This is an optimization exercise on Yosys and OpenROAD, whose aim is small area and a short achievable clock period, not a production implementation.
Only simulation tests tie the RTL to the original design; equivalence was not proved.

<file path="flow/config.mk">
export PLATFORM = sky130hd
export DESIGN_NAME = bv_cp0
export DESIGN_NICKNAME = bv_cp0
export VERILOG_FILES = /design/flow/design.v
export SDC_FILE = /design/flow/constraint.sdc
export NUM_CORES = 4
export LEC_CHECK = 0
export CAP_MARGIN = 20
export CORE_MARGIN = 2
export CORE_UTILIZATION = 40
export SLEW_MARGIN = 20
</file>
<file path="flow/constraint.sdc">
create_clock -name core_clock -period 90.0 [get_ports {clk}]
set_input_delay 18.0000 -clock core_clock [delete_from_list [all_inputs] [get_ports {clk}]]
set_output_delay 18.0000 -clock core_clock [all_outputs]
set_load 0.01 [all_outputs]
</file>
<file path="flow/design.v">
module bv_cp0 (
    input  wire        clk,
    input  wire        rst,         
    input  wire        issue,       
    input  wire [5:0]  op,          
    input  wire [23:0] ga,          
    input  wire [23:0] gb,          
    input  wire [23:0] gd,          
    output reg         r1_valid,    
    output reg  [23:0] r1_data,
    output reg         r1_ill,      
    output reg         r4_valid,    
    output reg  [23:0] r4_data
);
    function [3:0] code_bits(input [2:0] c);
        case (c)
            3'd1: code_bits = 4'd1;
            3'd2: code_bits = 4'd2;
            3'd3: code_bits = 4'd4;
            3'd4: code_bits = 4'd6;
            3'd5: code_bits = 4'd8;
            default: code_bits = 4'd0;
        endcase
    endfunction
    function [2:0] code_at(input [23:0] w, input [2:0] p);
        code_at = w[21 - 3*p +: 3];
    endfunction
    function ge8(input [7:0] a, input [7:0] b);
        integer j;
        reg g;
        begin
            g = 1'b1;
            for (j = 0; j < 8; j = j + 1)
                g = (a[j] & ~b[j]) | ((a[j] | ~b[j]) & g);
            ge8 = g;
        end
    endfunction
    reg [23:0] snr [0:7];
    reg [23:0] thr [0:3];
    reg [23:0] tab [0:2];
    reg        res_rate;
    reg        res_none;
    reg [9:0]  res_d;
    reg [4:0]  res_fc;
    reg [4:0]  code_cnt;            
    reg [7:0]  lim_s   [0:9];       
    reg        lim_sv  [0:9];       
    reg [7:0]  cpend;               
    reg [2:0]  cptr;                
    reg        shv;                 
    reg [2:0]  shi;                 
    reg [23:0] shadow;
    reg [71:0] cbuf0, cbuf1;        
    reg [7:0]  cacc0, cacc1;        
    reg        eval_pend;
    reg [9:0]  eval_d;
    wire busy = (code_cnt != 5'd0);
    wire [23:0] res_word = {busy, res_rate, res_none, res_d, 6'd0, res_fc};
    wire go       = issue & ~rst;
    wire legal    = (op <= 6'h25);
    wire is_wr    = go && (op[5:4] == 2'b00);
    wire is_rd    = (op[5:4] == 2'b01);
    wire is_code  = go && (op == 6'h20);
    wire is_eval  = go && (op == 6'h21);
    wire is_nsym  = go && (op == 6'h25);
    wire r1_op    = is_rd || op == 6'h22 || op == 6'h23 || op == 6'h24;
    wire [7:0] thr_oct [0:11];
    genvar gi;
    generate
        for (gi = 0; gi < 4; gi = gi + 1) begin : g_thr
            assign thr_oct[3*gi]     = thr[gi][23:16];
            assign thr_oct[3*gi + 1] = thr[gi][15:8];
            assign thr_oct[3*gi + 2] = thr[gi][7:0];
        end
    endgenerate
    wire [8:0] extra = {1'b0, thr_oct[10]} + (res_fc[4] ? 9'd0 : {1'b0, thr_oct[11]});
    reg  [7:0] lim   [0:9];
    reg        lim_v [0:9];
    reg  [9:0] lim_t;
    integer r, k, c;
    always @* begin
        for (k = 0; k < 10; k = k + 1) begin
            lim_t    = {2'b00, thr_oct[k]} + {1'b0, extra};
            lim[k]   = lim_t[7:0];
            lim_v[k] = (lim_t[9:8] == 2'b00);
        end
    end
    wire        cact  = shv | cpend[cptr];
    wire [2:0]  cidx  = shv ? shi : cptr;
    wire [23:0] cword = shv ? shadow : snr[cptr];
    reg [8:0]  pc0, pc1;            
    reg [4:0]  ps0, ps1;            
    reg [7:0]  snr_k;
    reg [2:0]  code_k;
    always @* begin
        ps0 = 5'd0;
        ps1 = 5'd0;
        for (k = 0; k < 3; k = k + 1) begin
            snr_k = cword[23 - 8*k -: 8];
            for (r = 0; r < 2; r = r + 1) begin
                code_k = 3'd0;
                for (c = 1; c <= 5; c = c + 1)
                    if (lim_sv[5*r + c - 1] && ge8(snr_k, lim_s[5*r + c - 1]))
                        code_k = c[2:0];
                if (r == 0) begin
                    pc0[8 - 3*k -: 3] = code_k;
                    ps0 = ps0 + {1'b0, code_bits(code_k)};
                end else begin
                    pc1[8 - 3*k -: 3] = code_k;
                    ps1 = ps1 + {1'b0, code_bits(code_k)};
                end
            end
        end
    end
    wire sh_load = is_wr && !op[3] && cpend[op[2:0]] && !(!shv && cptr == op[2:0]);
    wire [9:0] d0 = {1'b0, cacc0, 1'b0};
    wire [9:0] d1 = {2'b00, cacc1} + {1'b0, cacc1, 1'b0};
    wire       crate = d1 > d0;
    wire [9:0] cd    = crate ? d1 : d0;
    reg [7:0] esum;
    reg       eres;
    reg [9:0] ed;
    always @* begin
        esum = 8'd0;
        eres = 1'b0;
        for (k = 0; k < 24; k = k + 1) begin
            esum = esum
                + {7'd0, code_at(tab[k / 8], k % 8) == 3'd1}
                + {6'd0, code_at(tab[k / 8], k % 8) == 3'd2 || code_at(tab[k / 8], k % 8) == 3'd4, 1'b0}
                + {5'd0, code_at(tab[k / 8], k % 8) == 3'd3 || code_at(tab[k / 8], k % 8) == 3'd4, 2'b0}
                + {4'd0, code_at(tab[k / 8], k % 8) == 3'd5, 3'b0};
            if (code_at(tab[k / 8], k % 8) > 3'd5)
                eres = 1'b1;
        end
        if (eres)
            ed = 10'd0;
        else if (res_rate)
            ed = {2'b00, esum} + {1'b0, esum, 1'b0};
        else
            ed = {1'b0, esum, 1'b0};
    end
    reg [6:0]  cnt_sum;
    reg [23:0] dep_val;
    reg [2:0]  ext_val;
    always @* begin
        cnt_sum = 7'd0;
        for (k = 0; k < 8; k = k + 1)
            cnt_sum = cnt_sum
                + {6'd0, code_at(ga, k) == 3'd1}
                + {5'd0, code_at(ga, k) == 3'd2 || code_at(ga, k) == 3'd4, 1'b0}
                + {4'd0, code_at(ga, k) == 3'd3 || code_at(ga, k) == 3'd4, 2'b0}
                + {3'd0, code_at(ga, k) == 3'd5, 3'b0};
        for (k = 0; k < 8; k = k + 1)
            dep_val[21 - 3*k +: 3] = (gb[2:0] == k) ? ga[2:0] : gd[21 - 3*k +: 3];
        case (gb[2:0])
            3'd0: ext_val = ga[23:21];
            3'd1: ext_val = ga[20:18];
            3'd2: ext_val = ga[17:15];
            3'd3: ext_val = ga[14:12];
            3'd4: ext_val = ga[11:9];
            3'd5: ext_val = ga[8:6];
            3'd6: ext_val = ga[5:3];
            default: ext_val = ga[2:0];
        endcase
    end
    reg [23:0] rd_val;
    always @* begin
        case (op[3:0])
            4'd0, 4'd1, 4'd2, 4'd3, 4'd4, 4'd5, 4'd6, 4'd7:
                rd_val = snr[op[2:0]];
            4'd8, 4'd9, 4'd10, 4'd11:
                rd_val = thr[op[1:0]];
            4'd12: rd_val = tab[0];
            4'd13: rd_val = tab[1];
            4'd14: rd_val = tab[2];
            default: rd_val = res_word;
        endcase
    end
    reg [23:0] r1_next;
    always @* begin
        if (!op[5])
            r1_next = rd_val;
        else if (op[2])
            r1_next = dep_val;
        else if (op[0])
            r1_next = {21'd0, ext_val};
        else
            r1_next = {17'd0, cnt_sum};
    end
    localparam S0 = 3, S1 = 8, S2 = 8, S3 = 8;
    localparam E0 = 27 - S0, E1 = E0 - S1, E2 = E1 - S2;    
    wire [26:0] ns_x0 = {ga, 3'b101};
    reg        ns_v1, ns_v2, ns_v3;
    reg [9:0]  ns_r1, ns_r2, ns_r3;
    reg [9:0]  ns_d1, ns_d2, ns_d3;
    reg [26:0] ns_x1, ns_x2, ns_x3;
    wire [9:0]  ns_rem [0:26];      
    wire [26:0] ns_qb;              
    genvar si;
    generate
        for (si = 26; si >= 0; si = si - 1) begin : g_div
            localparam ST = (si >= E0) ? 0 : (si >= E1) ? 1 : (si >= E2) ? 2 : 3;
            wire [26:0] xw = (ST == 0) ? ns_x0 : (ST == 1) ? ns_x1 : (ST == 2) ? ns_x2 : ns_x3;
            wire [9:0]  dv = (ST == 0) ? res_d : (ST == 1) ? ns_d1 : (ST == 2) ? ns_d2 : ns_d3;
            wire [9:0]  ri;
            if (si == 26)
                assign ri = 10'd0;
            else if (si == E0 - 1)
                assign ri = ns_r1;
            else if (si == E1 - 1)
                assign ri = ns_r2;
            else if (si == E2 - 1)
                assign ri = ns_r3;
            else
                assign ri = ns_rem[si + 1];
            wire [10:0] t  = {ri, xw[si]};
            wire [11:0] df = {1'b0, t} - {2'b00, dv};
            assign ns_qb[si] = ~df[11];
            wire [9:0] rf = ns_qb[si] ? df[9:0] : t[9:0];
            if (27 - si < 10)
                assign ns_rem[si] = rf & ((10'd1 << (27 - si)) - 10'd1);
            else
                assign ns_rem[si] = rf;
        end
    endgenerate
    wire [26:0] ns_w1 = {ns_qb[26:E0], ns_x0[E0-1:0]};
    wire [26:0] ns_w2 = {ns_x1[26:E0], ns_qb[E0-1:E1], ns_x1[E1-1:0]};
    wire [26:0] ns_w3 = {ns_x2[26:E1], ns_qb[E1-1:E2], ns_x2[E2-1:0]};
    wire [23:0] ns_q  = {ns_x3[23:E2], ns_qb[E2-1:0]};
    wire [23:0] ns_val = (ns_d3 == 10'd0) ? 24'd0 : ns_q + 24'd1;
    always @(posedge clk) begin
        r1_data <= r1_next;
        shadow  <= rd_val;
        eval_d  <= ed;
        ns_r1 <= ns_rem[E0]; ns_x1 <= ns_w1; ns_d1 <= res_d;
        ns_r2 <= ns_rem[E1]; ns_x2 <= ns_w2; ns_d2 <= ns_d1;
        ns_r3 <= ns_rem[E2]; ns_x3 <= ns_w3; ns_d3 <= ns_d2;
        r4_data <= ns_val;
        if (rst) begin
            for (k = 0; k < 8; k = k + 1) snr[k] <= 24'd0;
            for (k = 0; k < 4; k = k + 1) thr[k] <= 24'd0;
            for (k = 0; k < 3; k = k + 1) tab[k] <= 24'd0;
            res_rate  <= 1'b0;
            res_none  <= 1'b0;
            res_d     <= 10'd0;
            res_fc    <= 5'd0;
            code_cnt  <= 5'd0;
            cpend     <= 8'd0;
            shv       <= 1'b0;
            eval_pend <= 1'b0;
            r1_valid  <= 1'b0;
            r1_ill    <= 1'b0;
            ns_v1 <= 1'b0; ns_v2 <= 1'b0; ns_v3 <= 1'b0; r4_valid <= 1'b0;
        end else begin
            if (code_cnt == 5'd1 && !is_code) begin
                tab[0] <= crate ? cbuf1[71:48] : cbuf0[71:48];
                tab[1] <= crate ? cbuf1[47:24] : cbuf0[47:24];
                tab[2] <= crate ? cbuf1[23:0]  : cbuf0[23:0];
                res_rate <= crate;
                res_none <= (cd == 10'd0);
                res_d    <= cd;
            end
            if (eval_pend) begin
                res_none <= (eval_d == 10'd0);
                res_d    <= eval_d;
            end
            if (is_wr) begin
                case (op[3:0])
                    4'd0, 4'd1, 4'd2, 4'd3, 4'd4, 4'd5, 4'd6, 4'd7:
                        snr[op[2:0]] <= ga;
                    4'd8, 4'd9, 4'd10, 4'd11:
                        thr[op[1:0]] <= ga;
                    4'd12: tab[0] <= ga;
                    4'd13: tab[1] <= ga;
                    4'd14: tab[2] <= ga;
                    default: begin
                        res_rate <= ga[22];
                        res_none <= ga[21];
                        res_d    <= ga[20:11];
                        res_fc   <= ga[4:0];
                    end
                endcase
            end
            if (code_cnt != 5'd0)
                code_cnt <= code_cnt - 5'd1;
            for (k = 0; k < 8; k = k + 1)
                if (cact && cidx == k) begin
                    cbuf0[71 - 9*k -: 9] <= pc0;
                    cbuf1[71 - 9*k -: 9] <= pc1;
                end
            if (!shv)
                cptr <= cptr + 3'd1;
            shv <= sh_load;
            shi <= op[2:0];
            if (is_code) begin
                code_cnt <= 5'd27;
                cpend    <= 8'hFF;
                cacc0    <= 8'd0;
                cacc1    <= 8'd0;
                for (k = 0; k < 10; k = k + 1) begin
                    lim_s[k]  <= lim[k];
                    lim_sv[k] <= lim_v[k];
                end
            end else begin
                if (cact) begin
                    cacc0 <= cacc0 + {3'd0, ps0};
                    cacc1 <= cacc1 + {3'd0, ps1};
                end
                if (!shv)
                    cpend[cptr] <= 1'b0;
                if (sh_load)
                    cpend[op[2:0]] <= 1'b0;
            end
            eval_pend <= is_eval;
            r1_valid <= go & r1_op;
            r1_ill   <= go & ~legal;
            ns_v1 <= is_nsym;
            ns_v2 <= ns_v1;
            ns_v3 <= ns_v2;
            r4_valid <= ns_v3;
        end
    end
endmodule
</file>
<file path="flow/run.sh">
#!/bin/bash
# synth_recipe.tcl (not shown) runs the flow's synth.tcl, then flattens the netlist and writes it again
# the make line also repeats each setting of config.mk as NAME=value (left out here)
make -C /OpenROAD-flow-scripts/flow DESIGN_CONFIG=/design/flow/config.mk WORK_HOME=/design/flow/orfs CLKGATE_MAP_FILE= SYNTH_SCRIPT=/design/flow/synth_recipe.tcl finish
</file>
==> results of run 1 <==
[final timing paths]
kind,from,end,slack (ps),depth (start not counted)
worst max-delay path,ga[22],r1_data[4],66830,15
worst min-delay path,g_div[10].xw[4],g_div[0].xw[4],320,0
worst max register to register,ns_d2[3],ns_r3[2],68010,90
worst min register to register,g_div[10].xw[4],g_div[0].xw[4],320,0
[metrics by stage]
| stage | util, % | instance area, um^2 | hold WS, ps | instances | worst slack (ps) |
|---|---|---|---|---|---|
| after CTS | 45.0 | 64800 | 322 | 7799 | 67090 |
| after floorplan | - | 58200 | 310 | 5814 | 67500 |
| after detailed placement | 42.7 | 61500 | 312 | 7617 | 66330 |
| after global placement | 42.7 | 61500 | 311 | 7614 | 66350 |
| final | 45.0 | 64900 | 323 | 7805 | 66830 |
| after global routing | 45.0 | 64900 | 328 | 7803 | 66150 |
[cell type report]
| cell class | count | share of cell area (%) |
|---|---|---|
| diodes | 4 | 0.0154 |
| clock buffers | 130 | 4.24 |
| well taps | 1903 | 3.67 |
| clock inverters | 52 | 0.868 |
| repair buffers | 243 | 3.19 |
| inverters | 347 | 2.02 |
| flip-flops and latches | 855 | 34.8 |
| multi-input cells | 4271 | 51.2 |
[cell usage in the layout (no fill, tap or decap), types with 129 or more instances in the layout]
cell type and n:
edfxtp_1 544, nor2_1 538, a21oi_1 429, ha_1 383, inv_1 341, nand2_1 309, dfxtp_1 308, o21ai_0 241
and2_1 210, mux2i_1 179, xnor2_1 163, fa_1 162, buf_4 129
[logic make-up after synthesis]
kind of cell             after synthesis  share of synthesized area [%]
buffers and inverters                688                           4.51
flip-flops                           855                           38.8
XOR/XNOR                             253                           3.81
adder cells (fa/ha/maj)              592                           14.6
AO/OA/AOI/OAI                       1385                           15.4
multiplexers                         400                           8.97
AND/OR/NAND/NOR                     1641                           14.0
[worst register-to-register path, delay by kind of cell (launching register included)]
kind	cells	cell delay, ps
muxes	8	2440
AOI/OAI and AO/OA	45	11060
adders and majority gates	8	2130
DFF	1	340
and+or+nand+nor	17	4010
buffers and inverters	12	1890
[flip-flops by register name, summed over array words and instances, names as in the netlist, 24 cells and up, named ones only]
name and count:
r4_data 24, cbuf1 72, tab 72, r1_data 24, g_div.xw 61, snr 192, shadow 24, thr 96
lim_s 80, cbuf0 72
[layer usage]
metal  wire, um  part of all wire [%]  global-route usage [%]
met1      83800                    42                    36.5
met2      85000                    42                    39.5
met3      23000                    11                    6.99
met4       8410                   4.2                    10.9
met5         64                 0.032                       0
==> results.json, run 1 <==
{
  "grt_pass1_wl_um": 292000,
  "path_buf_inv": 4,
  "skew_ps": 53.3,
  "slew_violations": 0,
  "rsz0062_at_grt": "false",
  "wl_per_cell_um": 25.7,
  "io_pins": 132,
  "layout-drive-gt1-share_pct": 10.4,
  "required_ps": 90520,
  "hpwl_um": 142000,
  "grt_max_degree": 96,
  "worstPathCellList": "clkdlybuf4s50_1 > buf_4 > inv_1 > nor3_1 > a21oi_1 > fa_1 > inv_1 > fa_1 > fa_1 > fa_1 > ha_1 > fa_1 > xor2_1 > a221oi_1 > nor2_1",
  "setup.worst_path.end_class": "flip-flop",
  "slew-limit-headroom_pct": 18.4,
  "yosysMostFrequentCell": "nor2_1",
  "ys_async_sr_fraction_pct": 0,
  "path_max_fanout": 14,
  "finalWirelength_um": 200000,
  "synth.avg_cell_area_um2": 10.0,
  "grt_usage_pct": 26.5,
  "synth-seq-cells": 855,
  "clock_sinks": 855,
  "setup_tns_ps": 0,
  "timing.critical_path.mode_cell": "fa_1",
  "setup_viol_count_final": 0,
  "postRouteAntennaNets": 0,
  "coreArea_um2": 144000,
  "synth_cell_types": 95,
  "synth_ff_type": "edfxtp_1",
  "synth.top_cell.area_share_pct": 28.1,
  "synth_fp_nets": 6440,
  "max_freq_mhz": 43.2,
  "cts_root_buf": "clkbuf_16",
  "grt_antenna_before_repair": 16,
  "htreeDepth": 3,
  "grt_pass1_vias": 44402,
  "io_buffers": 110,
  "clk_latency_ps": 720,
  "final_net_count": 6443,
  "worstSetupStartpointType": "primary input",
  "seqCellArea_um2": 22600,
  "drc": 0,
  "synth_warnings": 6,
  "cp_data_arrival_time_ps": 23690,
  "vias": 46367,
  "period_share_pct": 25.7,
  "cts_tree": "yes",
  "cts_buffers": 99,
  "period_needed_ps": 23170,
  "viasPerCell": 5.94,
  "syn2layout_area_growth_pct": 11.4,
  "cts-resized-gates": 0,
  "cts_setup_buffers": 0,
  "die_area_um2": 149000,
  "cts_max_path_buffers": 3,
  "worstSetupPathType": "in -> reg",
  "yosys.area.top_type": "edfxtp_1",
  "cap_violations": 0,
  "grt_remaining_overflow": 0,
  "nFillCells": 13443,
  "synth_commonest_cells": "547 x nor2_1, 544 x edfxtp_1, 434 x a21oi_1",
  "slowest_delay_ps": 570,
  "die_w_um": 385,
  "ctsHoldBuffers": 0,
  "slowest_stage": "a221oi_1",
  "synth.cell_area_um2": 58200,
  "cpLargestDelayFamily": "adder cells",
  "synth_area_leaders": "edfxtp_1 28%, dfxtp_1 11%, ha_1 8.2%",
  "fp.dieH_um": 385,
  "status": "complete, no violations",
  "drtIter0Drc": 5306,
  "hold_class": "reg -> reg",
  "yosysSeqAreaShare_pct": 38.8,
  "tightest_slew_ps": 1210,
  "drt_first_pass_iters": 10,
  "initial_utilization_pct": 40.4,
  "hold_viol_final": 0,
  "syn_inst": 5814,
  "place_congestion": 0.953,
  "multi_input_area_um2": 33200,
  "rows": 139,
  "synth_edf_count": 544,
  "clk_pin_slew_worst_paths_ps": 60
}
==> run 2, diff against run 1 <==
--- a/flow/config.mk
+++ b/flow/config.mk
@@ -7,5 +7,6 @@
 export LEC_CHECK = 0
 export CAP_MARGIN = 20
 export CORE_MARGIN = 2
-export CORE_UTILIZATION = 40
+export CORE_UTILIZATION = 65
+export PLACE_DENSITY = 0.75
 export SLEW_MARGIN = 20
==> run 2 against run 1 <==
Final area fell by 1.7%. Setup slack better by 740 ps. Maximum frequency rose by 3.3%. Register-to-register slack lost 260 ps. Final cell count down 9.8%. Routed wire length is 8.7% lower. Worst hold slack better by 2.6 ps. Synthesized cell count unchanged. Die area down 38%. Largest cell class unchanged. Highest routed layer unchanged.
==> results.json, run 2 <==
{
  "slew-limit-headroom_pct": 9.62,
  "tightest_slew_ps": 1360,
  "cp_data_arrival_time_ps": 23020,
  "clk_pin_slew_worst_paths_ps": 60,
  "io_buffers": 110,
  "stdcell_count": 7042,
  "vias": 46549,
  "synth.avg_cell_area_um2": 10.0,
  "cts-resized-gates": 0,
  "fp.dieH_um": 303,
  "ctsHoldBuffers": 0,
  "clock_sinks": 855,
  "hold_viol_final": 0,
  "syn2layout_area_growth_pct": 9.51,
  "rows": 109,
  "die_area_um2": 92000,
  "initial_utilization_pct": 65.8,
  "syn_inst": 5814,
  "setup_tns_ps": 0,
  "setup_viol_count_final": 0,
  "highest_layer": "met5",
  "cts_max_path_buffers": 3,
  "wl_met3_um": 21400,
  "drc": 0,
  "cts_tree": "yes",
  "cts_root_buf": "clkbuf_16",
  "slew_violations": 0,
  "synth_fp_nets": 6440,
  "synth_cell_types": 95,
  "drt_first_pass_iters": 8,
  "status": "complete, no violations",
  "coreArea_um2": 88500,
  "viasPerCell": 6.61,
  "hpwl_um": 127000,
  "layout_commonest_cell": "edfxtp_1",
  "yosysMostFrequentCell": "nor2_1",
  "regMostFlops": "snr",
  "placedCellCount": 6862,
  "die_w_um": 303,
  "hold_class": "reg -> reg",
  "io_pins": 132,
  "synth_area_leaders": "edfxtp_1 28%, dfxtp_1 11%, ha_1 8.2%",
  "cts_buffers": 93,
  "worstSetupStartpointType": "primary input",
  "final_net_count": 6421,
  "synth-seq-cells": 855,
  "synth_commonest_cells": "547 x nor2_1, 544 x edfxtp_1, 434 x a21oi_1",
  "largest_reg_flops": 192,
  "cap_violations": 0,
  "grt_max_degree": 102,
  "synth_ff_type": "edfxtp_1",
  "synth_edf_count": 544,
  "period_share_pct": 24.9,
  "ys_async_sr_fraction_pct": 0,
  "grt_pass1_wl_um": 272000,
  "grt_antenna_before_repair": 8,
  "clk_latency_ps": 710,
  "rsz0062_at_grt": "false",
  "synth.cell_area_um2": 58200,
  "grt_remaining_overflow": 0,
  "reg_top3": "snr x192, thr x96, lim_s x80",
  "met2_length_um": 80500,
  "worstSetupPathType": "in -> reg",
  "finalWirelength_um": 183000,
  "required_ps": 90580,
  "wl_per_cell_um": 26.0,
  "yosysSeqAreaShare_pct": 38.8,
  "grt_usage_pct": 39.8,
  "htreeDepth": 3,
  "cts_setup_buffers": 0,
  "grt_pass1_vias": 45120,
  "max_freq_mhz": 44.6,
  "final_cell_mix": "544 x edfxtp_1, 536 x nor2_1, 429 x a21oi_1, 383 x ha_1, 341 x inv_1",
  "synth.top_cell.area_share_pct": 28.1,
  "path_max_fanout": 14,
  "place_congestion": 0.981,
  "synth_warnings": 6,
  "layout-drive-gt1-share_pct": 10.5,
  "period_needed_ps": 22440,
  "wl_met1_um": 66600,
  "drtIter0Drc": 5413,
  "setup.worst_path.end_class": "flip-flop",
  "yosys.area.top_type": "edfxtp_1",
  "postRouteAntennaNets": 0,
  "skew_ps": 52.6
}
==> run 2: cell types whose count changed in the layout (fill, tap and decap cells not counted), moves of 5 or more <==
cell	change
clkdlybuf4s50_1	-10
buf_4	-17
buf_2	+13
nor2_2	+5
clkbuf_16	-5
clkbuf_8	+13
clkbuf_1	-8
clkinv_1	-9
==> run 2: per-stage QoR <==
step	setup slack [ps]	cell area (um^2)	utilization (%)	hold slack, ps
floorplan	67500	58200	-	310
global placement	66950	60400	68.2	310
detailed placement	66920	60400	68.2	313
CTS	67630	63700	72.0	325
global route	65810	63700	72.0	331
finish	67560	63700	72.0	325
==> run 2: worst paths after layout <==
check / from / end / slack [ps] / cells past startpoint
setup / recovery: ga[22] / r1_data[6] / 67560 / 17
hold / removal: g_div[10].xw[17] / g_div[0].xw[17] / 330 / 0
setup reg to reg: ns_d2[1] / ns_r3[1] / 67750 / 89
hold reg to reg: g_div[10].xw[17] / g_div[0].xw[17] / 330 / 0
==> run 2: layer usage <==
| layer | global-route usage (%) | up-vias |
|---|---|---|
| met4 | 27.0 | 4 |
| met2 | 61.8 | 2621 |
| met1 | 49.2 | 22269 |
| met3 | 10.2 | 649 |
| li1 | - | 21006 |
| met5 | 0 | - |
==> run 2: critical path: stages <==
cell,delay [ps]
clkdlybuf4s50_1,450
buf_4,330
inv_1,420
nor3_1,290
a21oi_1,90
fa_1,550
inv_1,50
fa_1,500
fa_1,550
fa_1,510
ha_1,240
fa_1,410
a21o_1,190
a21oi_1,160
nor2_1,80
a21oi_1,120
a21oi_1,80
==> run 2: kinds of logic (layout without fill, tap and decap cells) <==
logic type               after synthesis  count (layout)  synth area share [%]
AND/OR/NAND/NOR                     1641            1641                  14.0
AO/OA/AOI/OAI                       1385            1385                  15.4
adder cells (fa/ha/maj)              592             592                  14.6
XOR/XNOR                             253             253                  3.81
other                                  0               3                     0
multiplexers                         400             400                  8.97
flip-flops                           855             855                  38.8
buffers and inverters                688             748                  4.51
==> run 2: layout make-up <==
class | instances | area, um^2
Sequential cell | 855 | 22600
Multi-Input combinational cell | 4271 | 33200
Clock inverter | 44 | 571
Fill cell | 6524 | 24800
Inverter | 347 | 1310
Timing Repair Buffer | 227 | 1880
Clock buffer | 130 | 2770
Tap cell | 1165 | 1460
Antenna cell | 3 | 7.51
==> run 3, diff against run 2 <==
--- a/flow/design.v
+++ b/flow/design.v
@@ -22,6 +22,75 @@
             default: code_bits = 4'd0;
         endcase
     endfunction
+    function [4:0] pair_bits(input [5:0] cc);
+        case (cc)
+            6'd0: pair_bits = 5'd0;
+            6'd1: pair_bits = 5'd1;
+            6'd2: pair_bits = 5'd2;
+            6'd3: pair_bits = 5'd4;
+            6'd4: pair_bits = 5'd6;
+            6'd5: pair_bits = 5'd8;
+            6'd6: pair_bits = 5'd0;
+            6'd7: pair_bits = 5'd0;
+            6'd8: pair_bits = 5'd1;
+            6'd9: pair_bits = 5'd2;
+            6'd10: pair_bits = 5'd3;
+            6'd11: pair_bits = 5'd5;
+            6'd12: pair_bits = 5'd7;
+            6'd13: pair_bits = 5'd9;
+            6'd14: pair_bits = 5'd1;
+            6'd15: pair_bits = 5'd1;
+            6'd16: pair_bits = 5'd2;
+            6'd17: pair_bits = 5'd3;
+            6'd18: pair_bits = 5'd4;
+            6'd19: pair_bits = 5'd6;
+            6'd20: pair_bits = 5'd8;
+            6'd21: pair_bits = 5'd10;
+            6'd22: pair_bits = 5'd2;
+            6'd23: pair_bits = 5'd2;
+            6'd24: pair_bits = 5'd4;
+            6'd25: pair_bits = 5'd5;
+            6'd26: pair_bits = 5'd6;
+            6'd27: pair_bits = 5'd8;
+            6'd28: pair_bits = 5'd10;
+            6'd29: pair_bits = 5'd12;
+            6'd30: pair_bits = 5'd4;
+            6'd31: pair_bits = 5'd4;
+            6'd32: pair_bits = 5'd6;
+            6'd33: pair_bits = 5'd7;
+            6'd34: pair_bits = 5'd8;
+            6'd35: pair_bits = 5'd10;
+            6'd36: pair_bits = 5'd12;
+            6'd37: pair_bits = 5'd14;
+            6'd38: pair_bits = 5'd6;
+            6'd39: pair_bits = 5'd6;
+            6'd40: pair_bits = 5'd8;
+            6'd41: pair_bits = 5'd9;
+            6'd42: pair_bits = 5'd10;
+            6'd43: pair_bits = 5'd12;
+            6'd44: pair_bits = 5'd14;
+            6'd45: pair_bits = 5'd16;
+            6'd46: pair_bits = 5'd8;
+            6'd47: pair_bits = 5'd8;
+            6'd48: pair_bits = 5'd0;
+            6'd49: pair_bits = 5'd1;
+            6'd50: pair_bits = 5'd2;
+            6'd51: pair_bits = 5'd4;
+            6'd52: pair_bits = 5'd6;
+            6'd53: pair_bits = 5'd8;
+            6'd54: pair_bits = 5'd0;
+            6'd55: pair_bits = 5'd0;
+            6'd56: pair_bits = 5'd0;
+            6'd57: pair_bits = 5'd1;
+            6'd58: pair_bits = 5'd2;
+            6'd59: pair_bits = 5'd4;
+            6'd60: pair_bits = 5'd6;
+            6'd61: pair_bits = 5'd8;
+            6'd62: pair_bits = 5'd0;
+            6'd63: pair_bits = 5'd0;
+            default: pair_bits = 5'd0;
+        endcase
+    endfunction
     function [2:0] code_at(input [23:0] w, input [2:0] p);
         code_at = w[21 - 3*p +: 3];
     endfunction
@@ -143,13 +212,8 @@
     reg [23:0] dep_val;
     reg [2:0]  ext_val;
     always @* begin
-        cnt_sum = 7'd0;
-        for (k = 0; k < 8; k = k + 1)
-            cnt_sum = cnt_sum
-                + {6'd0, code_at(ga, k) == 3'd1}
-                + {5'd0, code_at(ga, k) == 3'd2 || code_at(ga, k) == 3'd4, 1'b0}
-                + {4'd0, code_at(ga, k) == 3'd3 || code_at(ga, k) == 3'd4, 2'b0}
-                + {3'd0, code_at(ga, k) == 3'd5, 3'b0};
+        cnt_sum = ({2'd0, pair_bits(ga[23:18])} + {2'd0, pair_bits(ga[17:12])})
+                + ({2'd0, pair_bits(ga[11:6])}  + {2'd0, pair_bits(ga[5:0])});
         for (k = 0; k < 8; k = k + 1)
             dep_val[21 - 3*k +: 3] = (gb[2:0] == k) ? ga[2:0] : gd[21 - 3*k +: 3];
         case (gb[2:0])
--- a/flow/config.mk
+++ b/flow/config.mk
@@ -7,6 +7,6 @@
 export LEC_CHECK = 0
 export CAP_MARGIN = 20
 export CORE_MARGIN = 2
-export CORE_UTILIZATION = 65
-export PLACE_DENSITY = 0.75
+export CORE_UTILIZATION = 70
+export PLACE_DENSITY = 0.8
 export SLEW_MARGIN = 20
==> run 3 against run 2 <==
Routed wire length hardly changed. Register-to-register slack better by 530 ps. Setup slack worse by 540 ps. First-iteration DRC count is 17% higher. Maximum frequency is 2.4% lower. Non-clock buffer count is 3 lower. Critical endpoint is now r1_data[5]. Largest cell class unchanged. Highest routed layer unchanged.
==> results.json, run 3 <==
{
  "status": "complete, no violations",
  "timing.rr.end": "r4_data[20]",
  "grt_pass1_vias": 46278,
  "die_w_um": 294,
  "highest_layer": "met5",
  "ys_async_sr_fraction_pct": 0,
  "timing.critical_path.mode_cell": "a21oi_1",
  "viasPerCell": 6.83,
  "synth-seq-cells": 855,
  "clk_pin_slew_worst_paths_ps": 60,
  "slew_violations": 0,
  "synth_fp_nets": 6590,
  "cts_setup_buffers": 0,
  "stdcell_count": 7090,
  "syn_inst": 5949,
  "cts_tree": "yes",
  "cts-resized-gates": 0,
  "final_cell_mix": "583 x nor2_1, 544 x edfxtp_1, 493 x a21oi_1, 411 x ha_1, 333 x inv_1",
  "synth_cell_types": 99,
  "yosysSeqAreaShare_pct": 38.4,
  "rsz0062_at_grt": "false",
  "grt_max_degree": 90,
  "slowest_delay_ps": 980,
  "cap_violations": 0,
  "rows": 106,
  "worstPathCellList": "clkdlybuf4s50_1 > inv_1 > ha_1 > nand2_1 > a21boi_0 > o21ai_0 > o31ai_1 > a21oi_1 > a21o_1 > fa_1 > fa_1 > ha_1 > inv_1 > fa_1 > inv_1 > a21o_1 > a21oi_1 > xnor2_1 > a21oi_1 > a21oi_1",
  "drt_first_pass_iters": 7,
  "nFillCells": 5641,
  "worstSetupPathType": "in -> reg",
  "period_needed_ps": 22980,
  "skew_ps": 54.3,
  "met2_length_um": 80000,
  "final_net_count": 6573,
  "synth_area_leaders": "edfxtp_1 28%, dfxtp_1 11%, ha_1 8.7%",
  "r2r_slack_ps": 68280,
  "required_ps": 90530,
  "grt_pass1_wl_um": 273000,
  "slowest_stage": "clkdlybuf4s50_1",
  "wl_per_cell_um": 25.8,
  "io_pins": 132,
  "synth_edf_count": 544,
  "slew-limit-headroom_pct": 5.10,
  "hpwl_um": 130000,
  "wl_met1_um": 66500,
  "fin_util_pct": 76.7,
  "min_from": "g_div[16].xw[13]",
  "whs_path_depth": 0,
  "fp.dieH_um": 294,
  "period_share_pct": 25.5,
  "die_area_um2": 86300,
  "yosys.area.top_type": "edfxtp_1",
  "setup.worst_path.start": "ga[7]",
  "seqCellArea_um2": 22600,
  "drtIter0Drc": 6358,
  "cts_max_path_buffers": 3,
  "drc": 0,
  "clk_latency_ps": 710,
  "setup_viol_count_final": 0,
  "ctsHoldBuffers": 0,
  "place_congestion": 0.984,
  "synth_ff_type": "edfxtp_1",
  "finalWirelength_um": 183000,
  "max_freq_mhz": 43.5,
  "yosysMostFrequentCell": "nor2_1",
  "clock_sinks": 855,
  "placedCellCount": 6918,
  "path_max_fanout": 17,
  "layout-drive-gt1-share_pct": 8.97,
  "multi_input_area_um2": 33800,
  "rr_startpoint": "ns_d3[2]",
  "io_buffers": 110,
  "largest_reg_flops": 192,
  "postLayoutCellArea_um2": 64000,
  "setup.worst_path.end_class": "flip-flop",
  "worstSetupStartpointType": "primary input",
  "hold_viol_final": 0,
  "initial_utilization_pct": 70.5,
  "synth_warnings": 6,
  "wl_met3_um": 22100,
  "setup_tns_ps": 0,
  "synth.top_cell.area_share_pct": 27.8,
  "coreArea_um2": 83400,
  "cpLargestDelayFamily": "adder cells",
  "layout_commonest_cell": "nor2_1",
  "hold_class": "reg -> reg",
  "syn2layout_area_growth_pct": 8.83,
  "postRouteAntennaNets": 0,
  "tightest_slew_ps": 1420,
  "reg_top3": "snr x192, thr x96, lim_s x80",
  "cp_data_arrival_time_ps": 23510,
  "regMostFlops": "snr",
  "synth_commonest_cells": "583 x nor2_1, 544 x edfxtp_1, 499 x a21oi_1",
  "synth.cell_area_um2": 58800,
  "htreeDepth": 3,
  "grt_remaining_overflow": 0,
  "synth.avg_cell_area_um2": 9.88,
  "path_buf_inv": 4,
  "vias": 48434,
  "grt_antenna_before_repair": 13,
  "reg2regPathDepth": 83,
  "cts_root_buf": "clkbuf_16",
  "grt_usage_pct": 41.9,
  "cts_buffers": 92,
  "placed_area_um2": 60900,
  "hold_path_end": "g_div[10].xw[13]"
}
run 3: cell types whose count changed after synthesis, moves of 16 or more:
cell and delta:
nor3_1 +120, o21ai_0 -39, ha_1 +28, o22ai_1 +20, or3b_2 -18, a21o_1 -16, maj3_1 +18, nand2_1 -19
a21oi_1 +65, and2_1 -94, nor4_1 +38, o21a_1 +19, nor2_1 +36, and3_1 -62
run 3: how the worst max path moves through the flow:
stage,endpoint,cells past startpoint,slack (ps)
6_report,r1_data[5],20,67020
5_1_grt,r4_data[22],83,66660
4_1_cts,r1_data[5],20,67230
3_5_place_dp,r1_data[5],20,66520
3_3_place_gp,r1_data[5],20,66570
2_1_floorplan,cacc0[4],11,66950
run 3: area by class of cell:
class	count	area share, %
Multi-Input combinational cell	4416	52.8
Sequential cell	855	35.3
Clock buffer	126	4.09
Tap cell	1080	2.11
Antenna cell	3	0.0117
Inverter	343	2.02
Timing Repair Buffer	224	3.04
Clock inverter	43	0.663
run 3: cell families (layout without fill, tap and decap cells):
logic type | count (synthesis) | in the layout | synth area share [%]
XOR/XNOR | 272 | 272 | 4.05
AND/OR/NAND/NOR | 1699 | 1699 | 14.1
flip-flops | 855 | 855 | 38.4
adder cells (fa/ha/maj) | 625 | 625 | 14.9
buffers and inverters | 678 | 736 | 4.40
AO/OA/AOI/OAI | 1440 | 1440 | 15.7
multiplexers | 380 | 380 | 8.41
other | 0 | 3 | 0
run 3: per-stage QoR:
stage | worst slack, ps | hold WS [ps]
after floorplan | 66950 | 310
after global placement | 66570 | 310
after detailed placement | 66520 | 312
after CTS | 67230 | 303
after global routing | 66660 | 313
final | 67020 | 313
run 3: routing by layer:
metal  vias up  track usage [%]
li1      21682                -
met1     23027             54.3
met2      3047             64.1
met3       664             8.66
met4        14             27.4
met5         -                0
==> run 4, diff against run 3 <==
--- a/flow/design.v
+++ b/flow/design.v
@@ -7,7 +7,7 @@
     input  wire [23:0] gb,          
     input  wire [23:0] gd,          
     output reg         r1_valid,    
-    output reg  [23:0] r1_data,
+    output reg  [23:0] r1_data,     
     output reg         r1_ill,      
     output reg         r4_valid,    
     output reg  [23:0] r4_data
@@ -126,9 +126,14 @@
     wire busy = (code_cnt != 5'd0);
     wire [23:0] res_word = {busy, res_rate, res_none, res_d, 6'd0, res_fc};
     wire go       = issue & ~rst;
-    wire legal    = (op <= 6'h25);
+    wire legal    = ~op[5] | (~op[4] & ~op[3] & ~(op[2] & op[1]));    
     wire is_wr    = go && (op[5:4] == 2'b00);
     wire is_rd    = (op[5:4] == 2'b01);
+    reg  [15:0] wsel;
+    integer wj;
+    always @*
+        for (wj = 0; wj < 16; wj = wj + 1)
+            wsel[wj] = issue & ~op[5] & ~op[4] & (op[3:0] == wj);
     wire is_code  = go && (op == 6'h20);
     wire is_eval  = go && (op == 6'h21);
     wire is_nsym  = go && (op == 6'h25);
@@ -208,12 +213,9 @@
         else
             ed = {1'b0, esum, 1'b0};
     end
-    reg [6:0]  cnt_sum;
     reg [23:0] dep_val;
     reg [2:0]  ext_val;
     always @* begin
-        cnt_sum = ({2'd0, pair_bits(ga[23:18])} + {2'd0, pair_bits(ga[17:12])})
-                + ({2'd0, pair_bits(ga[11:6])}  + {2'd0, pair_bits(ga[5:0])});
         for (k = 0; k < 8; k = k + 1)
             dep_val[21 - 3*k +: 3] = (gb[2:0] == k) ? ga[2:0] : gd[21 - 3*k +: 3];
         case (gb[2:0])
@@ -249,9 +251,19 @@
         else if (op[0])
             r1_next = {21'd0, ext_val};
         else
-            r1_next = {17'd0, cnt_sum};
+            r1_next = {pair_bits(ga[23:18]), pair_bits(ga[17:12]),
+                       pair_bits(ga[11:6]), pair_bits(ga[5:0]), 4'd0};
     end
-    localparam S0 = 3, S1 = 8, S2 = 8, S3 = 8;
+    reg [23:0] r1_q;
+    reg        r1_cnt;
+    always @* begin
+        if (r1_cnt)
+            r1_data = {17'd0, ({2'd0, r1_q[23:19]} + {2'd0, r1_q[18:14]})
+                            + ({2'd0, r1_q[13:9]}  + {2'd0, r1_q[8:4]})};
+        else
+            r1_data = r1_q;
+    end
+    localparam S0 = 2, S1 = 10, S2 = 7, S3 = 8;
     localparam E0 = 27 - S0, E1 = E0 - S1, E2 = E1 - S2;    
     wire [26:0] ns_x0 = {ga, 3'b101};
     reg        ns_v1, ns_v2, ns_v3;
@@ -293,7 +305,8 @@
     wire [23:0] ns_q  = {ns_x3[23:E2], ns_qb[E2-1:0]};
     wire [23:0] ns_val = (ns_d3 == 10'd0) ? 24'd0 : ns_q + 24'd1;
     always @(posedge clk) begin
-        r1_data <= r1_next;
+        r1_q    <= r1_next;
+        r1_cnt  <= op[5] & ~op[2] & ~op[0];
         shadow  <= rd_val;
         eval_d  <= ed;
         ns_r1 <= ns_rem[E0]; ns_x1 <= ns_w1; ns_d1 <= res_d;
@@ -328,22 +341,17 @@
                 res_none <= (eval_d == 10'd0);
                 res_d    <= eval_d;
             end
-            if (is_wr) begin
-                case (op[3:0])
-                    4'd0, 4'd1, 4'd2, 4'd3, 4'd4, 4'd5, 4'd6, 4'd7:
-                        snr[op[2:0]] <= ga;
-                    4'd8, 4'd9, 4'd10, 4'd11:
-                        thr[op[1:0]] <= ga;
-                    4'd12: tab[0] <= ga;
-                    4'd13: tab[1] <= ga;
-                    4'd14: tab[2] <= ga;
-                    default: begin
-                        res_rate <= ga[22];
-                        res_none <= ga[21];
-                        res_d    <= ga[20:11];
-                        res_fc   <= ga[4:0];
-                    end
-                endcase
+            for (k = 0; k < 8; k = k + 1)
+                if (wsel[k]) snr[k] <= ga;
+            for (k = 0; k < 4; k = k + 1)
+                if (wsel[8 + k]) thr[k] <= ga;
+            for (k = 0; k < 3; k = k + 1)
+                if (wsel[12 + k]) tab[k] <= ga;
+            if (wsel[15]) begin
+                res_rate <= ga[22];
+                res_none <= ga[21];
+                res_d    <= ga[20:11];
+                res_fc   <= ga[4:0];
             end
             if (code_cnt != 5'd0)
                 code_cnt <= code_cnt - 5'd1;
==> run 4 against run 3 <==
Final cell count grew 9.6%. First-iteration DRC count grew 26%. Clock-buffer cell count rose by 1. Largest cell class unchanged. Utilization increased by 0.52 points. Clock skew is 0.66 ps higher. Synthesized cell count grew 12%. Sequential cell count fell by 2.
==> results.json, run 4 <==
{
  "coreArea_um2": 82200,
  "grt_pass1_vias": 50947,
  "cts_max_path_buffers": 3,
  "initial_utilization_pct": 70.8,
  "die_w_um": 292,
  "synth.avg_cell_area_um2": 8.71,
  "cts_setup_buffers": 0,
  "min_from": "g_div[10].xw[7]",
  "rows": 105,
  "grt_pass1_wl_um": 301000,
  "wl_per_cell_um": 26.0,
  "hold_viol_final": 0,
  "grt_antenna_before_repair": 12,
  "clock_sinks": 853,
  "reg2regPathDepth": 91,
  "largest_reg_flops": 192,
  "clk_pin_slew_worst_paths_ps": 60,
  "slew-limit-headroom_pct": 13.7,
  "period_needed_ps": 22390,
  "layout-drive-gt1-share_pct": 8.18,
  "setup.worst_path.end_class": "flip-flop",
  "synth_top_family_by_area": "compound AO/OA/AOI/OAI gates",
  "slew_violations": 0,
  "yosysSeqAreaShare_pct": 33.7,
  "synth-compound-area-share_pct": 21.1,
  "worstSetupStartpointType": "flip-flop",
  "yosys.area.top_type": "dfxtp_1",
  "drtIter0Drc": 8027,
  "slowest_stage": "nor2_1",
  "regMostFlops": "snr",
  "placed_area_um2": 60200,
  "syn_inst": 6682,
  "ctsHoldBuffers": 0,
  "timing.rr.end": "ns_r2[7]",
  "yosysMostFrequentCell": "nand2_1",
  "cts_tree": "yes",
  "cts_root_buf": "clkbuf_16",
  "finalWirelength_um": 202000,
  "setup_tns_ps": 0,
  "synth_xor_area_share_pct": 3.57,
  "fin_util_pct": 77.2,
  "postRouteAntennaNets": 0,
  "hpwl_um": 139000,
  "setup_viol_count_final": 0,
  "yosys-mux-area-fraction_pct": 5.34,
  "timing.critical_path.mode_cell": "a21oi_1",
  "crit_end": "ns_r2[7]",
  "max_freq_mhz": 44.7,
  "synth_ff_type": "dfxtp_1",
  "synth.top_cell.area_share_pct": 20.5,
  "skew_ps": 55.0,
  "synth_edf_count": 256,
  "grt_usage_pct": 46.3,
  "synth_commonest_cells": "915 x nand2_1, 731 x a21oi_1, 597 x dfxtp_1",
  "fp.dieH_um": 292,
  "nFillCells": 5873,
  "rsz0062_at_grt": "false",
  "io_pins": 132,
  "cap_violations": 0,
  "cts-resized-gates": 0,
  "postLayoutCellArea_um2": 63500,
  "synth_cell_types": 97,
  "place_congestion": 1.00,
  "setup.worst_path.start": "ns_d1[0]",
  "cts_buffers": 92,
  "rr_startpoint": "ns_d1[0]",
  "synth-simple-area-share_pct": 15.6,
  "final_net_count": 7280,
  "hold_class": "reg -> reg",
  "clk_latency_ps": 700,
  "syn2layout_area_growth_pct": 9.13,
  "grt_remaining_overflow": 0,
  "vias": 53247,
  "r2r_slack_ps": 67610,
  "worstSetupPathType": "reg -> reg",
  "required_ps": 90520,
  "synth_warnings": 8,
  "ys_async_sr_fraction_pct": 0,
  "die_area_um2": 85500,
  "period_share_pct": 24.9,
  "htreeDepth": 3,
  "synth_area_leaders": "dfxtp_1 21%, edfxtp_1 13%, ha_1 9.2%",
  "viasPerCell": 6.85,
  "slowest_delay_ps": 700,
  "grt_max_degree": 110,
  "drc": 0,
  "drt_first_pass_iters": 10,
  "status": "complete, no violations",
  "io_buffers": 110,
  "layout_commonest_cell": "nand2_1",
  "synth_fp_nets": 7339,
  "tightest_slew_ps": 1290,
  "synth.cell_area_um2": 58200,
  "synth-seq-cells": 853,
  "reg_top3": "snr x192, thr x96, lim_s x80",
  "final_cell_mix": "915 x nand2_1, 728 x a21oi_1, 596 x dfxtp_1, 495 x nor2_1, 423 x ha_1",
  "cp_data_arrival_time_ps": 22910,
  "synth_fa_ha_area_share_pct": 15.6,
  "path_max_fanout": 12,
  "holdWs_ps": 320
}
==> run 4: cell count changes after synthesis, sizes merged, moves of 70 or more <==
cell / before / now
a21oi: 500 / 733
edfxtp: 544 / 256
nor2: 583 / 505
nor3: 222 / 70
mux4: 76 / 6
o22ai: 103 / 28
and2: 123 / 45
dfxtp: 311 / 597
nand2: 290 / 915
==> run 4: area by class of cell <==
class,instances,area (um^2),area share [%]
Antenna cell,5,12.5,0.0197
Timing Repair Buffer,251,2200,3.46
Sequential cell,853,19600,30.9
Inverter,369,1390,2.18
Clock inverter,43,469,0.739
Multi-Input combinational cell,5056,35800,56.4
Clock buffer,127,2670,4.20
Tap cell,1070,1340,2.11
==> run 4: worst max-delay path, delay by kind of cell, from the launching register on <==
kind	cells	cell delay, ps
mux	8	3000
simple gates	13	3230
compound gates	53	10320
fa+ha+maj	11	3820
buf+inv	6	1260
flops	1	540
==> run 4: worst min-delay path by stage <==
stage / endpoint / slack [ps] / depth (start not counted)
4_1_cts: g_div[0].xw[7] / 320 / 0
2_1_floorplan: g_div[0].xw[15] / 310 / 0
6_report: g_div[0].xw[7] / 320 / 0
5_1_grt: g_div[0].xw[7] / 330 / 0
3_5_place_dp: g_div[0].xw[16] / 310 / 0
3_3_place_gp: g_div[0].xw[20] / 310 / 0
==> run 4: cells by family (layout without fill, tap and decap cells) <==
| logic type | count (synthesis) | in the layout |
|---|---|---|
| AO/OA/AOI/OAI | 1869 | 1869 |
| XOR/XNOR | 237 | 237 |
| adder cells (fa/ha/maj) | 651 | 651 |
| buffers and inverters | 773 | 790 |
| flip-flops | 853 | 853 |
| multiplexers | 286 | 286 |
| other | 0 | 5 |
| AND/OR/NAND/NOR | 2013 | 2013 |
==> run 4: metal layers <==
layer  wire length [um]  up-vias  part of all wire, %  track usage (%)
met5                110        -                0.054                0
met4              17800       10                  8.8             34.2
met3              28500     1030                   14             13.1
met2              84000     3720                   42             69.1
met1              71700    24747                   35             57.4
li1                   -    23740                    -                -
==> run 4: stage by stage <==
step,std cells,setup slack [ps]
global route,7770,65880
CTS,7762,67530
floorplan,6682,67580
global placement,7592,67420
finish,7774,67610
detailed placement,7592,67370
==> run 5, diff against run 4 <==
--- a/flow/design.v
+++ b/flow/design.v
@@ -10,7 +10,7 @@
     output reg  [23:0] r1_data,     
     output reg         r1_ill,      
     output reg         r4_valid,    
-    output reg  [23:0] r4_data
+    output reg  [23:0] r4_data      
 );
     function [3:0] code_bits(input [2:0] c);
         case (c)
@@ -229,19 +229,11 @@
             default: ext_val = ga[2:0];
         endcase
     end
-    reg [23:0] rd_val;
-    always @* begin
-        case (op[3:0])
-            4'd0, 4'd1, 4'd2, 4'd3, 4'd4, 4'd5, 4'd6, 4'd7:
-                rd_val = snr[op[2:0]];
-            4'd8, 4'd9, 4'd10, 4'd11:
-                rd_val = thr[op[1:0]];
-            4'd12: rd_val = tab[0];
-            4'd13: rd_val = tab[1];
-            4'd14: rd_val = tab[2];
-            default: rd_val = res_word;
-        endcase
-    end
+    wire [23:0] rd_q0 = op[1] ? (op[0] ? snr[3] : snr[2]) : (op[0] ? snr[1] : snr[0]);
+    wire [23:0] rd_q1 = op[1] ? (op[0] ? snr[7] : snr[6]) : (op[0] ? snr[5] : snr[4]);
+    wire [23:0] rd_q2 = op[1] ? (op[0] ? thr[3] : thr[2]) : (op[0] ? thr[1] : thr[0]);
+    wire [23:0] rd_q3 = op[1] ? (op[0] ? res_word : tab[2]) : (op[0] ? tab[1] : tab[0]);
+    wire [23:0] rd_val = op[3] ? (op[2] ? rd_q3 : rd_q2) : (op[2] ? rd_q1 : rd_q0);
     reg [23:0] r1_next;
     always @* begin
         if (!op[5])
@@ -263,7 +255,7 @@
         else
             r1_data = r1_q;
     end
-    localparam S0 = 2, S1 = 10, S2 = 7, S3 = 8;
+    localparam S0 = 2, S1 = 9, S2 = 8, S3 = 8;
     localparam E0 = 27 - S0, E1 = E0 - S1, E2 = E1 - S2;    
     wire [26:0] ns_x0 = {ga, 3'b101};
     reg        ns_v1, ns_v2, ns_v3;
@@ -303,7 +295,10 @@
     wire [26:0] ns_w2 = {ns_x1[26:E0], ns_qb[E0-1:E1], ns_x1[E1-1:0]};
     wire [26:0] ns_w3 = {ns_x2[26:E1], ns_qb[E1-1:E2], ns_x2[E2-1:0]};
     wire [23:0] ns_q  = {ns_x3[23:E2], ns_qb[E2-1:0]};
-    wire [23:0] ns_val = (ns_d3 == 10'd0) ? 24'd0 : ns_q + 24'd1;
+    reg  [23:0] r4_q;
+    reg         r4_dz;
+    always @*
+        r4_data = r4_dz ? 24'd0 : r4_q + 24'd1;
     always @(posedge clk) begin
         r1_q    <= r1_next;
         r1_cnt  <= op[5] & ~op[2] & ~op[0];
@@ -312,7 +307,8 @@
         ns_r1 <= ns_rem[E0]; ns_x1 <= ns_w1; ns_d1 <= res_d;
         ns_r2 <= ns_rem[E1]; ns_x2 <= ns_w2; ns_d2 <= ns_d1;
         ns_r3 <= ns_rem[E2]; ns_x3 <= ns_w3; ns_d3 <= ns_d2;
-        r4_data <= ns_val;
+        r4_q    <= ns_q;
+        r4_dz   <= (ns_d3 == 10'd0);
         if (rst) begin
             for (k = 0; k < 8; k = k + 1) snr[k] <= 24'd0;
             for (k = 0; k < 4; k = k + 1) thr[k] <= 24'd0;
==> run 5 against run 4 <==
Utilization shrank 0.40 points. Sequential share of layout area grew 0.34 points. Still clean on timing, DRC and antenna. Global-route usage shrank 4.8 points. Critical endpoint is now r4_data[22]. Register-to-register slack gained 1800 ps. Maximum frequency grew 0.89%. Via count shrank 7.8%. Clock-buffer cell count grew 1. Final cell count shrank 4.4%. Synthesized cell count shrank 5.3%.
==> results.json, run 5 <==
{
  "ctsHoldBuffers": 0,
  "synth-seq-cells": 854,
  "wl_per_cell_um": 24.3,
  "holdWs_ps": 324,
  "initial_utilization_pct": 70.5,
  "synth_fp_nets": 6980,
  "synth_ff_type": "dfxtp_1",
  "hold_path_end": "g_div[10].xw[15]",
  "hpwl_um": 125000,
  "htreeDepth": 3,
  "syn2layout_area_growth_pct": 9.01,
  "hold_viol_final": 0,
  "cp_data_arrival_time_ps": 4190,
  "postRouteAntennaNets": 0,
  "cts_max_path_buffers": 3,
  "io_buffers": 110,
  "timing.rr.end": "ns_r3[5]",
  "cts_setup_buffers": 0,
  "worstSetupStartpointType": "flip-flop",
  "cts-resized-gates": 0,
  "fin_util_pct": 76.8,
  "hold_class": "reg -> reg",
  "regMostFlops": "snr",
  "die_w_um": 291,
  "drtIter0Drc": 5720,
  "grt_max_degree": 93,
  "yosysMostFrequentCell": "nand2_1",
  "fp.dieH_um": 291,
  "setup_tns_ps": 0,
  "grt_usage_pct": 41.5,
  "cts_tree": "yes",
  "clk_latency_ps": 690,
  "r2r_slack_ps": 69410,
  "grt_pass1_wl_um": 271000,
  "final_net_count": 6931,
  "skew_ps": 38.9,
  "cap_violations": 0,
  "max_freq_mhz": 45.1,
  "coreArea_um2": 81800,
  "period_needed_ps": 22190,
  "vias": 49091,
  "setup_viol_count_final": 0,
  "setup.worst_path.end_class": "output pin",
  "grt_antenna_before_repair": 14,
  "yosysSeqAreaShare_pct": 34.1,
  "synth.top_cell.area_share_pct": 20.8,
  "tightest_slew_ps": 1390,
  "rsz0062_at_grt": "false",
  "synth_edf_count": 256,
  "viasPerCell": 6.61,
  "layout-drive-gt1-share_pct": 9.16,
  "place_congestion": 0.963,
  "syn_inst": 6327,
  "synth.cell_area_um2": 57700,
  "grt_pass1_vias": 47641,
  "final_cell_mix": "850 x nand2_1, 722 x a21oi_1, 597 x dfxtp_1, 526 x nor2_1, 423 x ha_1",
  "rows": 105,
  "synth_warnings": 8,
  "synth_cell_types": 99,
  "status": "complete, no violations",
  "synth_commonest_cells": "850 x nand2_1, 724 x a21oi_1, 598 x dfxtp_1",
  "period_share_pct": 24.7,
  "layout_commonest_cell": "nand2_1",
  "ys_async_sr_fraction_pct": 0,
  "rr_startpoint": "ns_d2[1]",
  "slew_violations": 0,
  "path_max_fanout": 4,
  "reg_top3": "snr x192, thr x96, lim_s x80",
  "yosys.area.top_type": "dfxtp_1",
  "die_area_um2": 84700,
  "io_pins": 132,
  "grt_remaining_overflow": 0,
  "reg2regPathDepth": 91,
  "drt_first_pass_iters": 10,
  "clk_pin_slew_worst_paths_ps": 50,
  "cts_buffers": 91,
  "cts_root_buf": "clkbuf_16",
  "nFillCells": 5748,
  "whs_path_depth": 0,
  "pre_cts_ws_ps": 68240,
  "largest_reg_flops": 192,
  "fin_ws_ps": 67810,
  "min_from": "g_div[16].xw[15]",
  "clock_sinks": 854,
  "slew-limit-headroom_pct": 6.07,
  "synth.avg_cell_area_um2": 9.12,
  "synth_area_leaders": "dfxtp_1 21%, edfxtp_1 13%, ha_1 9.2%",
  "finalWirelength_um": 180000,
  "required_ps": 72000,
  "setup.worst_path.start": "r4_q[3]",
  "drc": 0,
  "worstSetupPathType": "reg -> out"
}
run 5: cell count changes after synthesis, sizes merged, moves of 38 or more:
cell    before  now
a22oi       82   16
nand2      915  851
inv        365  315
mux4         6  119
clkbuf     351  313
a222oi      79   32
run 5: critical path, cell delays in order, from the launching register on:
cell and delay (ps):
dfxtp_1 390, and3_1 260, and3_1 230, nand3_1 130, nor2_1 200, and4_1 260
nand3_1 100, nor2_1 540, nand4_1 240, or3_1 350, a21oi_1 220, clkdlybuf4s50_1 600
run 5: routing by layer:
metal	track usage [%]	up-vias	part of all wire [%]
li1	-	22281	-
met1	51.0	23100	36
met2	64.2	2970	44
met3	11.8	724	13
met4	27.1	16	7.3
met5	0	-	0.058
run 5: final cells by class:
type	instances	area, um^2	area share [%]
Antenna cell	4	10.0	0.0159
Clock buffer	128	2600	4.13
Clock inverter	43	634	1.01
Inverter	318	1200	1.90
Multi-Input combinational cell	4777	35400	56.3
Sequential cell	854	19700	31.3
Tap cell	1070	1340	2.13
Timing Repair Buffer	236	2040	3.24
run 5: cells by family (layout without fill, tap and decap cells):
| kind of cell | Yosys count | in the layout | synth area share [%] |
|---|---|---|---|
| compound gates | 1563 | 1563 | 17.0 |
| xor+xnor | 273 | 273 | 4.14 |
| fa+ha+maj | 640 | 640 | 15.5 |
| buf+inv | 696 | 725 | 4.67 |
| flops | 854 | 854 | 34.1 |
| mux | 413 | 413 | 10.0 |
| other cells | 0 | 4 | 0 |
| simple gates | 1888 | 1888 | 14.6 |
run 5: stage by stage:
stage	std cells	instance area, um^2
final	7430	62900
after global routing	7426	62900
after CTS	7426	62800
after global placement	7255	59600
after detailed placement	7255	59600
after floorplan	6327	57700
run 5: how the worst max path moves through the flow:
stage               slack [ps]          end  cells past startpoint
floorplan                67550     cacc1[4]                      9
global placement         68320   tab[1][15]                     11
detailed placement       68240   tab[0][11]                     11
CTS                      67810  r4_data[22]                     11
global route             67580  r4_data[22]                     11
finish                   67810  r4_data[22]                     11
==> run 6, diff against run 5 <==
--- a/flow/design.v
+++ b/flow/design.v
@@ -112,8 +112,8 @@
     reg [9:0]  res_d;
     reg [4:0]  res_fc;
     reg [4:0]  code_cnt;            
-    reg [7:0]  lim_s   [0:9];       
-    reg        lim_sv  [0:9];       
+    reg [7:0]  th_s    [0:9];       
+    reg [8:0]  ex_s;                
     reg [7:0]  cpend;               
     reg [2:0]  cptr;                
     reg        shv;                 
@@ -148,33 +148,25 @@
         end
     endgenerate
     wire [8:0] extra = {1'b0, thr_oct[10]} + (res_fc[4] ? 9'd0 : {1'b0, thr_oct[11]});
-    reg  [7:0] lim   [0:9];
-    reg        lim_v [0:9];
-    reg  [9:0] lim_t;
     integer r, k, c;
-    always @* begin
-        for (k = 0; k < 10; k = k + 1) begin
-            lim_t    = {2'b00, thr_oct[k]} + {1'b0, extra};
-            lim[k]   = lim_t[7:0];
-            lim_v[k] = (lim_t[9:8] == 2'b00);
-        end
-    end
     wire        cact  = shv | cpend[cptr];
     wire [2:0]  cidx  = shv ? shi : cptr;
     wire [23:0] cword = shv ? shadow : snr[cptr];
     reg [8:0]  pc0, pc1;            
     reg [4:0]  ps0, ps1;            
     reg [7:0]  snr_k;
+    reg [9:0]  snr_m;               
     reg [2:0]  code_k;
     always @* begin
         ps0 = 5'd0;
         ps1 = 5'd0;
         for (k = 0; k < 3; k = k + 1) begin
             snr_k = cword[23 - 8*k -: 8];
+            snr_m = {2'b00, snr_k} - {1'b0, ex_s};
             for (r = 0; r < 2; r = r + 1) begin
                 code_k = 3'd0;
                 for (c = 1; c <= 5; c = c + 1)
-                    if (lim_sv[5*r + c - 1] && ge8(snr_k, lim_s[5*r + c - 1]))
+                    if (!snr_m[9] && ge8(snr_m[7:0], th_s[5*r + c - 1]))
                         code_k = c[2:0];
                 if (r == 0) begin
                     pc0[8 - 3*k -: 3] = code_k;
@@ -365,10 +357,9 @@
                 cpend    <= 8'hFF;
                 cacc0    <= 8'd0;
                 cacc1    <= 8'd0;
-                for (k = 0; k < 10; k = k + 1) begin
-                    lim_s[k]  <= lim[k];
-                    lim_sv[k] <= lim_v[k];
-                end
+                for (k = 0; k < 10; k = k + 1)
+                    th_s[k] <= thr_oct[k];
+                ex_s <= extra;
             end else begin
                 if (cact) begin
                     cacc0 <= cacc0 + {3'd0, ps0};
==> run 6 against run 5 <==
Still clean on timing, DRC and antenna. Non-clock buffer count shrank 19. First-iteration DRC count shrank 0.30%. Sequential cell count shrank 1. Routed wire length shrank 3.5%. Die area shrank 4.2%. Clock skew decreased by 14 ps. Register-to-register slack is essentially flat. Maximum frequency shrank 1.2%. Critical endpoint is now res_d[2].
==> results.json, run 6 <==
{
  "grt_pass1_wl_um": 262000,
  "skew_ps": 24.5,
  "status": "complete, no violations",
  "synth_fp_nets": 6522,
  "placedCellCount": 6837,
  "rsz0062_at_grt": "false",
  "synth_warnings": 5,
  "setup_viol_count_final": 0,
  "hold_viol_final": 0,
  "rows": 102,
  "coreArea_um2": 77700,
  "clk_pin_slew_worst_paths_ps": 60,
  "cts_max_path_buffers": 3,
  "grt_antenna_before_repair": 8,
  "cp_data_arrival_time_ps": 23020,
  "worstSetupPathType": "in -> reg",
  "die_area_um2": 81100,
  "cts_buffers": 90,
  "grt_usage_pct": 42.1,
  "drt_first_pass_iters": 9,
  "yosysMostFrequentCell": "nand2_1",
  "path_max_fanout": 66,
  "period_needed_ps": 22470,
  "syn_inst": 5932,
  "setup_tns_ps": 0,
  "synth_area_leaders": "dfxtp_1 22%, edfxtp_1 14%, ha_1 8.3%",
  "layout_commonest_cell": "nand2_1",
  "ys_async_sr_fraction_pct": 0,
  "slew_violations": 0,
  "final_net_count": 6481,
  "synth_edf_count": 255,
  "synth-seq-cells": 853,
  "synth_cell_types": 92,
  "grt_max_degree": 95,
  "reg_top3": "snr x192, thr x96, th_s x80",
  "synth.top_cell.area_share_pct": 21.7,
  "period_share_pct": 25.0,
  "ctsHoldBuffers": 0,
  "finalWirelength_um": 174000,
  "layout-drive-gt1-share_pct": 9.66,
  "htreeDepth": 3,
  "regMostFlops": "snr",
  "grt_remaining_overflow": 0,
  "io_buffers": 110,
  "cts_root_buf": "clkbuf_16",
  "synth_commonest_cells": "804 x nand2_1, 638 x a21oi_1, 598 x dfxtp_1",
  "vias": 46477,
  "cap_violations": 0,
  "syn2layout_area_growth_pct": 9.14,
  "largest_reg_flops": 192,
  "drc": 0,
  "yosys.area.top_type": "dfxtp_1",
  "final_cell_mix": "804 x nand2_1, 633 x a21oi_1, 597 x dfxtp_1, 493 x nor2_1, 367 x ha_1",
  "max_freq_mhz": 44.5,
  "worstSetupStartpointType": "primary input",
  "drtIter0Drc": 5703,
  "wl_per_cell_um": 24.8,
  "tightest_slew_ps": 1260,
  "fp.dieH_um": 285,
  "clock_sinks": 853,
  "cts_setup_buffers": 0,
  "stdcell_count": 7010,
  "viasPerCell": 6.63,
  "slew-limit-headroom_pct": 15.8,
  "setup.worst_path.end_class": "flip-flop",
  "synth.cell_area_um2": 55200,
  "yosysSeqAreaShare_pct": 35.6,
  "hpwl_um": 119000
}
-- run 6: changes by cell type in the layout (fill, tap and decap cells not counted), sizes merged, moves of 20 or more --
cell    previous run  this run
a21oi            726       638
a22oi             16        45
ha               423       367
inv              318       292
maj3              68       178
mux2             120       140
mux2i            174       144
nand2            851       805
nor2             528       505
o21bai            43        18
xnor2            164       131
-- run 6: routing by layer --
| layer | track usage (%) | vias to the layer above | part of all wire, % |
|---|---|---|---|
| met5 | 0 | - | 0.058 |
| met4 | 30.2 | 14 | 8.3 |
| met3 | 10.5 | 742 | 12 |
| met2 | 65.8 | 2802 | 44 |
| met1 | 51.1 | 22099 | 36 |
| li1 | - | 20820 | - |
-- run 6: cell type report --
| type | instances | area (um^2) | share of cell area (%) |
|---|---|---|---|
| multi-input cells | 4441 | 33300 | 55.3 |
| flip-flops and latches | 853 | 19600 | 32.6 |
| clock buffers | 130 | 2660 | 4.42 |
| repair buffers | 217 | 1930 | 3.21 |
| well taps | 1040 | 1300 | 2.16 |
| inverters | 288 | 1080 | 1.80 |
| clock inverters | 36 | 339 | 0.563 |
| diodes | 5 | 12.5 | 0.0208 |
-- run 6: logic make-up (layout without fill, tap and decap cells) --
| kind of cell | Yosys count | in the layout | share of synthesized area [%] |
|---|---|---|---|
| XOR/XNOR | 235 | 235 | 3.73 |
| multiplexers | 404 | 404 | 10.5 |
| flip-flops | 853 | 853 | 35.6 |
| AO/OA/AOI/OAI | 1334 | 1334 | 14.7 |
| adder cells (fa/ha/maj) | 687 | 687 | 16.7 |
| AND/OR/NAND/NOR | 1781 | 1781 | 14.3 |
| buffers and inverters | 638 | 671 | 4.43 |
| other | 0 | 5 | 0 |
-- run 6: through the flow --
stage	hold slack [ps]	cell area, um^2	setup slack (ps)	utilization [%]
after CTS	322	60200	67640	77.4
after floorplan	310	55200	67350	-
after detailed placement	312	57200	66940	73.6
after global routing	327	60200	67170	77.5
final	320	60300	67530	77.5
after global placement	310	57200	67090	73.6
-- run 6: path summary, 6_finish.rpt --
kind,start,endpoint,slack (ps),depth (start not counted)
setup reg to reg,ns_d3[1],r4_q[0],69420,88
hold reg to reg,g_div[0].xw[14],r4_q[14],320,0
setup / recovery,op[0],res_d[2],67530,11
hold / removal,g_div[0].xw[14],r4_q[14],320,0
-- run 6: worst max-delay path, stage by stage --
cell       delay [ps]
buf_6             380
inv_1             440
ha_1              510
nand3_1           640
buf_4             350
and3_4            520
buf_4             640
buf_4             500
or3_1             450
nor2_1             80
a2111oi_0         360

port drivers added, routing unchanged:
The flow's constraints put no driver on any port. The routed layouts listed below were extracted and timed again, unchanged, in two steps.
Step 1, drivers: a clkbuf_16 drives clk and a buf_2 each remaining input, both assumed.
Step 2 moves the port delays by t, midway between the first and last clock arrival at a register: inputs arrive t later, outputs are due t later. That takes back most of the time a late clock gives input paths.
Slacks: no drivers / after step 1 / after step 2; pairs: no drivers / after step 1.
run	t, ns	slack for setup (ns)	cell pins on the clock port's net
run 1	0.788	66.828 / 66.888 / 66.100	1
run 2	0.761	67.565 / 67.610 / 66.849	1
run 3	0.755	67.023 / 67.070 / 66.315	1
run 4	0.741	67.614 / 67.614 / 67.085	1
run 5	0.744	67.810 / 67.736 / 68.050	1
run 6	0.730	67.529 / 67.554 / 66.824	1
After both steps setup and hold are still met in every run listed. The setup slack of run 1, which loses most, moves by +0.060 ns with the drivers and by -0.728 ns with both steps.
